What follows belongs to an exercise in optimizing a design on an open flow for small area and a short achievable clock period; a production flow would make more cautious choices.
No functional check of the RTL was part of this run.

### flow/constraint.sdc
create_clock -name core_clock -period 90.0 [get_ports {clk}]
set_input_delay 18.0000 -clock core_clock [delete_from_list [all_inputs] [get_ports {clk}]]
set_output_delay 18.0000 -clock core_clock [all_outputs]
set_load 0.01 [all_outputs]
### flow/run.sh
#!/bin/bash
# synth_recipe.tcl (not shown) runs the flow's synth.tcl, then flattens the netlist and writes it again
# the make line also repeats each setting of config.mk as NAME=value (left out here)
make -C /OpenROAD-flow-scripts/flow DESIGN_CONFIG=/design/flow/config.mk WORK_HOME=/design/flow/orfs CLKGATE_MAP_FILE= SYNTH_SCRIPT=/design/flow/synth_recipe.tcl finish
### flow/config.mk
export PLATFORM = sky130hd
export DESIGN_NAME = bv_cp0
export DESIGN_NICKNAME = bv_cp0
export VERILOG_FILES = /design/flow/design.v
export SDC_FILE = /design/flow/constraint.sdc
export NUM_CORES = 4
export LEC_CHECK = 0
export CAP_MARGIN = 20
export CORE_MARGIN = 2
export CORE_UTILIZATION = 40
export SLEW_MARGIN = 20
### flow/design.v
module bv_cp0 (
    input  wire        clk,
    input  wire        rst,         
    input  wire        issue,       
    input  wire [5:0]  op,          
    input  wire [23:0] ga,          
    input  wire [23:0] gb,          
    input  wire [23:0] gd,          
    output reg         r1_valid,    
    output reg  [23:0] r1_data,
    output reg         r1_ill,      
    output reg         r4_valid,    
    output reg  [23:0] r4_data
);
    function [3:0] code_bits(input [2:0] c);
        case (c)
            3'd1: code_bits = 4'd1;
            3'd2: code_bits = 4'd2;
            3'd3: code_bits = 4'd4;
            3'd4: code_bits = 4'd6;
            3'd5: code_bits = 4'd8;
            default: code_bits = 4'd0;
        endcase
    endfunction
    function [2:0] code_at(input [23:0] w, input [2:0] p);
        code_at = w[21 - 3*p +: 3];
    endfunction
    reg [23:0] snr [0:7];
    reg [23:0] thr [0:3];
    reg [23:0] tab [0:2];
    reg        res_rate;
    reg        res_none;
    reg [9:0]  res_d;
    reg [4:0]  res_fc;
    reg [4:0]  code_cnt;            
    reg [23:0] code_tab [0:2];
    reg        code_rate;
    reg        code_none;
    reg [9:0]  code_d;
    reg        eval_pend;
    reg        eval_none;
    reg [9:0]  eval_d;
    reg        ns_v1, ns_v2, ns_v3;
    reg [23:0] ns_q1, ns_q2, ns_q3;
    wire busy = (code_cnt != 5'd0);
    wire [23:0] res_word = {busy, res_rate, res_none, res_d, 6'd0, res_fc};
    wire legal    = (op <= 6'h25);
    wire is_wr    = issue && (op[5:4] == 2'b00);
    wire is_rd    = issue && (op[5:4] == 2'b01);
    wire is_code  = issue && (op == 6'h20);
    wire is_eval  = issue && (op == 6'h21);
    wire is_cnt   = issue && (op == 6'h22);
    wire is_ext   = issue && (op == 6'h23);
    wire is_dep   = issue && (op == 6'h24);
    wire is_nsym  = issue && (op == 6'h25);
    wire [7:0] thr_oct [0:11];
    genvar gi;
    generate
        for (gi = 0; gi < 4; gi = gi + 1) begin : g_thr
            assign thr_oct[3*gi]     = thr[gi][23:16];
            assign thr_oct[3*gi + 1] = thr[gi][15:8];
            assign thr_oct[3*gi + 2] = thr[gi][7:0];
        end
    endgenerate
    wire [8:0] extra = {1'b0, thr_oct[10]} + ((res_fc < 5'd16) ? {1'b0, thr_oct[11]} : 9'd0);
    reg [143:0] cc;                 
    reg [7:0]  sumb0, sumb1;        
    reg [7:0]  snr_k;
    reg [9:0]  lim;
    reg [2:0]  code_k;
    reg [23:0] ctab  [0:2];
    reg        crate;
    reg [9:0]  cd;
    integer r, k, c;
    always @* begin
        sumb0 = 8'd0;
        sumb1 = 8'd0;
        for (r = 0; r < 2; r = r + 1) begin
            for (k = 0; k < 24; k = k + 1) begin
                snr_k = snr[k / 3][23 - 8*(k % 3) -: 8];
                code_k = 3'd0;
                for (c = 1; c <= 5; c = c + 1) begin
                    lim = {2'b00, thr_oct[5*r + c - 1]} + {1'b0, extra};
                    if ({2'b00, snr_k} >= lim)
                        code_k = c[2:0];
                end
                cc[72*r + 3*k +: 3] = code_k;
                if (r == 0)
                    sumb0 = sumb0 + {4'd0, code_bits(code_k)};
                else
                    sumb1 = sumb1 + {4'd0, code_bits(code_k)};
            end
        end
        crate = ({2'b00, sumb1} + {1'b0, sumb1, 1'b0}) > {1'b0, sumb0, 1'b0};
        for (k = 0; k < 3; k = k + 1)
            ctab[k] = 24'd0;
        for (k = 0; k < 24; k = k + 1)
            ctab[k / 8][21 - 3*(k % 8) +: 3] = crate ? cc[72 + 3*k +: 3] : cc[3*k +: 3];
        cd = crate ? ({2'b00, sumb1} + {1'b0, sumb1, 1'b0}) : {1'b0, sumb0, 1'b0};
    end
    reg [7:0] esum;
    reg       eres;
    reg [9:0] ed;
    always @* begin
        esum = 8'd0;
        eres = 1'b0;
        for (k = 0; k < 24; k = k + 1) begin
            esum = esum + {4'd0, code_bits(code_at(tab[k / 8], k % 8))};
            if (code_at(tab[k / 8], k % 8) > 3'd5)
                eres = 1'b1;
        end
        if (eres || esum == 8'd0)
            ed = 10'd0;
        else if (res_rate)
            ed = {2'b00, esum} + {1'b0, esum, 1'b0};
        else
            ed = {1'b0, esum, 1'b0};
    end
    reg [6:0]  cnt_sum;
    reg [23:0] dep_val;
    always @* begin
        cnt_sum = 7'd0;
        for (k = 0; k < 8; k = k + 1)
            cnt_sum = cnt_sum + {3'd0, code_bits(code_at(ga, k))};
        dep_val = gd;
        dep_val[21 - 3*gb[2:0] +: 3] = ga[2:0];
    end
    reg [23:0] rd_val;
    always @* begin
        case (op[3:0])
            4'd0, 4'd1, 4'd2, 4'd3, 4'd4, 4'd5, 4'd6, 4'd7:
                rd_val = snr[op[2:0]];
            4'd8, 4'd9, 4'd10, 4'd11:
                rd_val = thr[op[1:0]];
            4'd12: rd_val = tab[0];
            4'd13: rd_val = tab[1];
            4'd14: rd_val = tab[2];
            default: rd_val = res_word;
        endcase
    end
    wire [27:0] ns_num = {1'b0, ga, 3'b000} + 28'd6 + {18'd0, res_d} - 28'd1;
    wire [27:0] ns_quo = ns_num / {18'd0, res_d};
    wire [23:0] ns_val = (res_d == 10'd0) ? 24'd0 : ns_quo[23:0];
    always @(posedge clk) begin
        if (rst) begin
            for (k = 0; k < 8; k = k + 1) snr[k] <= 24'd0;
            for (k = 0; k < 4; k = k + 1) thr[k] <= 24'd0;
            for (k = 0; k < 3; k = k + 1) tab[k] <= 24'd0;
            res_rate  <= 1'b0;
            res_none  <= 1'b0;
            res_d     <= 10'd0;
            res_fc    <= 5'd0;
            code_cnt  <= 5'd0;
            for (k = 0; k < 3; k = k + 1) code_tab[k] <= 24'd0;
            code_rate <= 1'b0;
            code_none <= 1'b0;
            code_d    <= 10'd0;
            eval_pend <= 1'b0;
            eval_none <= 1'b0;
            eval_d    <= 10'd0;
            r1_valid  <= 1'b0;
            r1_data   <= 24'd0;
            r1_ill    <= 1'b0;
            ns_v1 <= 1'b0; ns_v2 <= 1'b0; ns_v3 <= 1'b0; r4_valid <= 1'b0;
            ns_q1 <= 24'd0; ns_q2 <= 24'd0; ns_q3 <= 24'd0; r4_data <= 24'd0;
        end else begin
            if (code_cnt == 5'd1 && !is_code) begin
                for (k = 0; k < 3; k = k + 1) tab[k] <= code_tab[k];
                res_rate <= code_rate;
                res_none <= code_none;
                res_d    <= code_d;
            end
            if (eval_pend) begin
                res_none <= eval_none;
                res_d    <= eval_d;
            end
            if (is_wr) begin
                case (op[3:0])
                    4'd0, 4'd1, 4'd2, 4'd3, 4'd4, 4'd5, 4'd6, 4'd7:
                        snr[op[2:0]] <= ga;
                    4'd8, 4'd9, 4'd10, 4'd11:
                        thr[op[1:0]] <= ga;
                    4'd12: tab[0] <= ga;
                    4'd13: tab[1] <= ga;
                    4'd14: tab[2] <= ga;
                    default: begin
                        res_rate <= ga[22];
                        res_none <= ga[21];
                        res_d    <= ga[20:11];
                        res_fc   <= ga[4:0];
                    end
                endcase
            end
            if (is_code) begin
                code_cnt <= 5'd27;
                for (k = 0; k < 3; k = k + 1) code_tab[k] <= ctab[k];
                code_rate <= crate;
                code_none <= (cd == 10'd0);
                code_d    <= cd;
            end else if (code_cnt != 5'd0) begin
                code_cnt <= code_cnt - 5'd1;
            end
            eval_pend <= is_eval;
            if (is_eval) begin
                eval_none <= (ed == 10'd0);
                eval_d    <= ed;
            end
            r1_valid <= is_rd | is_cnt | is_ext | is_dep;
            r1_ill   <= issue & ~legal;
            if (is_rd)
                r1_data <= rd_val;
            else if (is_cnt)
                r1_data <= {17'd0, cnt_sum};
            else if (is_ext)
                r1_data <= {21'd0, code_at(ga, gb[2:0])};
            else if (is_dep)
                r1_data <= dep_val;
            ns_v1 <= is_nsym;
            ns_v2 <= ns_v1;
            ns_v3 <= ns_v2;
            r4_valid <= ns_v3;
            if (is_nsym) ns_q1 <= ns_val;
            ns_q2 <= ns_q1;
            ns_q3 <= ns_q2;
            r4_data <= ns_q3;
        end
    end
endmodule
==> notes.md <==
## through the flow
step	hold WS, ps
floorplan	414
global placement	420
detailed placement	423
CTS	425
global route	457
finish	425
## layer usage
metal,GRT usage (%),vias to the layer above
met1,45.0,45200
met2,57.1,4180
met5,0,-
met4,26.2,8
li1,-,42700
met3,8.55,1226
## worst max-delay path: cells and delay by family
kind	cells	cell delay [ps]
xor+xnor	1	130
buf+inv	25	3930
simple gates	106	18070
mux	9	2240
fa+ha+maj	29	8430
compound gates	196	36450
## flip-flops by register name, indices dropped and copies added, names as in the netlist, 10 cells and up
signal	count
ns_q1	24
res_d	10
snr	192
r4_data	24
code_d	10
ns_q3	24
eval_d	10
thr	96
ns_q2	24
code_tab	72
r1_data	24
tab	72
## worst min-delay path by stage
stage | from | to | slack [ps]
2_1_floorplan | ns_q2[0] | ns_q3[0] | 410
3_3_place_gp | ns_q2[1] | ns_q3[1] | 420
3_5_place_dp | ns_v1 | ns_v2 | 420
4_1_cts | ns_v2 | ns_v3 | 430
5_1_grt | ns_v2 | ns_v3 | 460
6_report | ns_v2 | ns_v3 | 420
## kinds of logic after synthesis
kind of cell,count (synthesis)
simple gates,4021
compound gates,2828
fa+ha+maj,2682
buf+inv,855
flops,604
mux,313
xor+xnor,285
## cell type report
cell class	instances	area share [%]
clock buffers	110	2.08
multi-input cells	10100	74.6
diodes	19	0.0427
repair buffers	562	4.10
inverters	478	1.61
clock inverters	42	0.416
flip-flops and latches	604	13.5
well taps	3330	3.74
## cells in the mapped netlist (145+ instances only)
cell type  count
and2_1       260
inv_1        477
edfxtp_1     288
ha_1        2372
nand2b_1     778
xnor2_1      169
clkbuf_1     316
fa_1         308
a21oi_1     1080
nor3_1       301
nand2_1      459
nor2b_1      616
nor2_1       904
o21ai_0      840
dfxtp_1      316
mux2i_1      145
## timing repair
| item | in CTS | in global routing |
|---|---|---|
| pin swaps | 2 | 62 |
| cloned | 0 | 2 |
| setup buffers | 2 | 55 |
| gates resized for setup | 14 | 174 |
| endpoints found under the setup margin | 1 | 2 |
==> impl_metrics.yaml <==
status:
  status: "no timing/DRC/antenna violations"
layout:
  final_common_cell: "ha_1"
  final_cell_mix: "2355 x ha_1, 1047 x a21oi_1, 869 x nor2_1"
  fillerInstances: 24000
  design_area_um2: 111000
  fin_cells: 15300
  syn2layout_area_growth_pct: 11.8
  drive_above_1_share_pct: 9.69
  final_nets: 14600
  multi_input_area_um2: 83000
  register_area_um2: 15000
  final_util_pct: 44.9
setup_path:
  worstReg2RegStart: "res_d[0]"
  setup.worst_path.end: "ns_q1[0]"
  startpoint: "ga[10]"
  reg2reg_depth: 365
  critPathMaxStageDelay_ps: 560
  startpoint_type: "primary input"
  timing.rr.end: "ns_q1[0]"
  cp-end-kind: "flop"
  critPathMostFrequentCell: "o21a_1"
  worstPathRequired_ps: 90640
  path_class: "in -> reg"
  rrSetupSlack_ps: 20140
  critPathMaxFanout: 22
  crit_path_top_delay_cell: "clkdlybuf4s50_1"
  worst_ep_arrival_time_ps: 87350
synth:
  synthesis.nets: 14300
  ys_ff_latch: 604
  synth_area_per_cell_um2: 8.59
  yosysWarnings: 4
  synth_edf_count: 288
  syn_inst: 11600
  post-synth-top-area-fraction_pct: 29.8
  synthesis.area_um2: 99600
  synth_mux_area_share_pct: 4.46
  synth.distinct_cells: 130
  synth_fa_ha_area_share_pct: 36.0
  synthFlopType: "dfxtp_1"
  synth_simple_gate_area_share_pct: 21.8
  ys_seq_area_share_pct: 15.0
  postSynth.asyncResetShare_pct: 0
  synth_xor_area_share_pct: 2.51
  synth_compound_area_share_pct: 16.9
  synthTopCellsByArea: "ha_1 30%, edfxtp_1 8.7%, dfxtp_1 6.4%"
  yosysTopAreaCell: "ha_1"
  synth_top_family_by_area: "adder cells"
timing:
  finalMaxSlewViolations: 0
  finClkSkew_ps: 68.2
  period_needed_ps: 86710
  setup_viol: 0
  min_period_over_period_pct: 96.3
  worst_slack_ps: 3290
  tns_ps: 0
  hold_viol_final: 0
  fmax_mhz: 11.5
  worst_pin_slew_ps: 1250
  slew_headroom_pct: 14.0
drt:
  drtIter0Drc: 10300
  vias: 93400
  top_layer: "met5"
  wl_met3_um: 41600
  drcViolationCount: 0
  first_pass_iters: 6
  ant_nets: 0
  routedWlPerCell_um: 31.3
  vias_per_cell: 6.11
  wl_um: 477000
  met1_length_um: 188000
  wl_met2_um: 208000
clock_network:
  postCtsHoldBufs: 0
  htree_num_levels: 3
  clk_path_buf_depth: 3
  insertion_delay_ps: 780
  cts_tree: "built"
  clkSlewWorstSetupHoldPaths_ps: 70
  numCtsBuffers: 82
  cts_sinks: 604
  cts-root-buf: "clkbuf_16"
grt:
  grt_use_total_pct: 36.9
  first_global_vias: 90000
  grt_pass1_wl_um: 668000
  antenna_found_initial: 50
  overflow: 0
  grt_max_degree: 94
placed_design:
  dp_hpwl_um: 348000
  place_ws_ps: -1800
  routabilityCongestion: 1.09
  placed_area_um2: 107000
  dp_cells: 15000
  port_buffers: 110
floorplanning:
  die_w_um: 503
  start_util_pct: 40.2
  die_y_um: 503
  core_um2: 248000
  io_pins: 132
  die_area_um2: 253000
  rows: 183
hold_path:
  hp-class: "reg -> reg"
  hold_depth: 1
run:
  cap_violations: 0

static timing again, ports no longer ideal:
In the flow no input, the clock included, has a driving cell. The finished layout below was timed again as built, in two steps. Step 1 (the two cells are an assumption about what drives the block):
set clk [get_ports {clk}]
set_driving_cell -lib_cell sky130_fd_sc_hd__clkbuf_16 $clk
set_driving_cell -lib_cell sky130_fd_sc_hd__buf_2 [delete_from_list [all_inputs] $clk]
Step 2 also shifts input and output timing later by t, the mid clock arrival at the registers, as if the neighbouring blocks saw the same clock. Three values: ideal ports, drivers, drivers and shift; two values: the first two.
shift t [ns]: 0.847
setup slack, ns: 3.291 / 3.335 / 2.488
clock arrival spread, ns: 0.079 / 0.078
After both steps this run still meets setup and hold. The setup slack of this run moves by +0.044 ns with the drivers and by -0.803 ns with both steps.
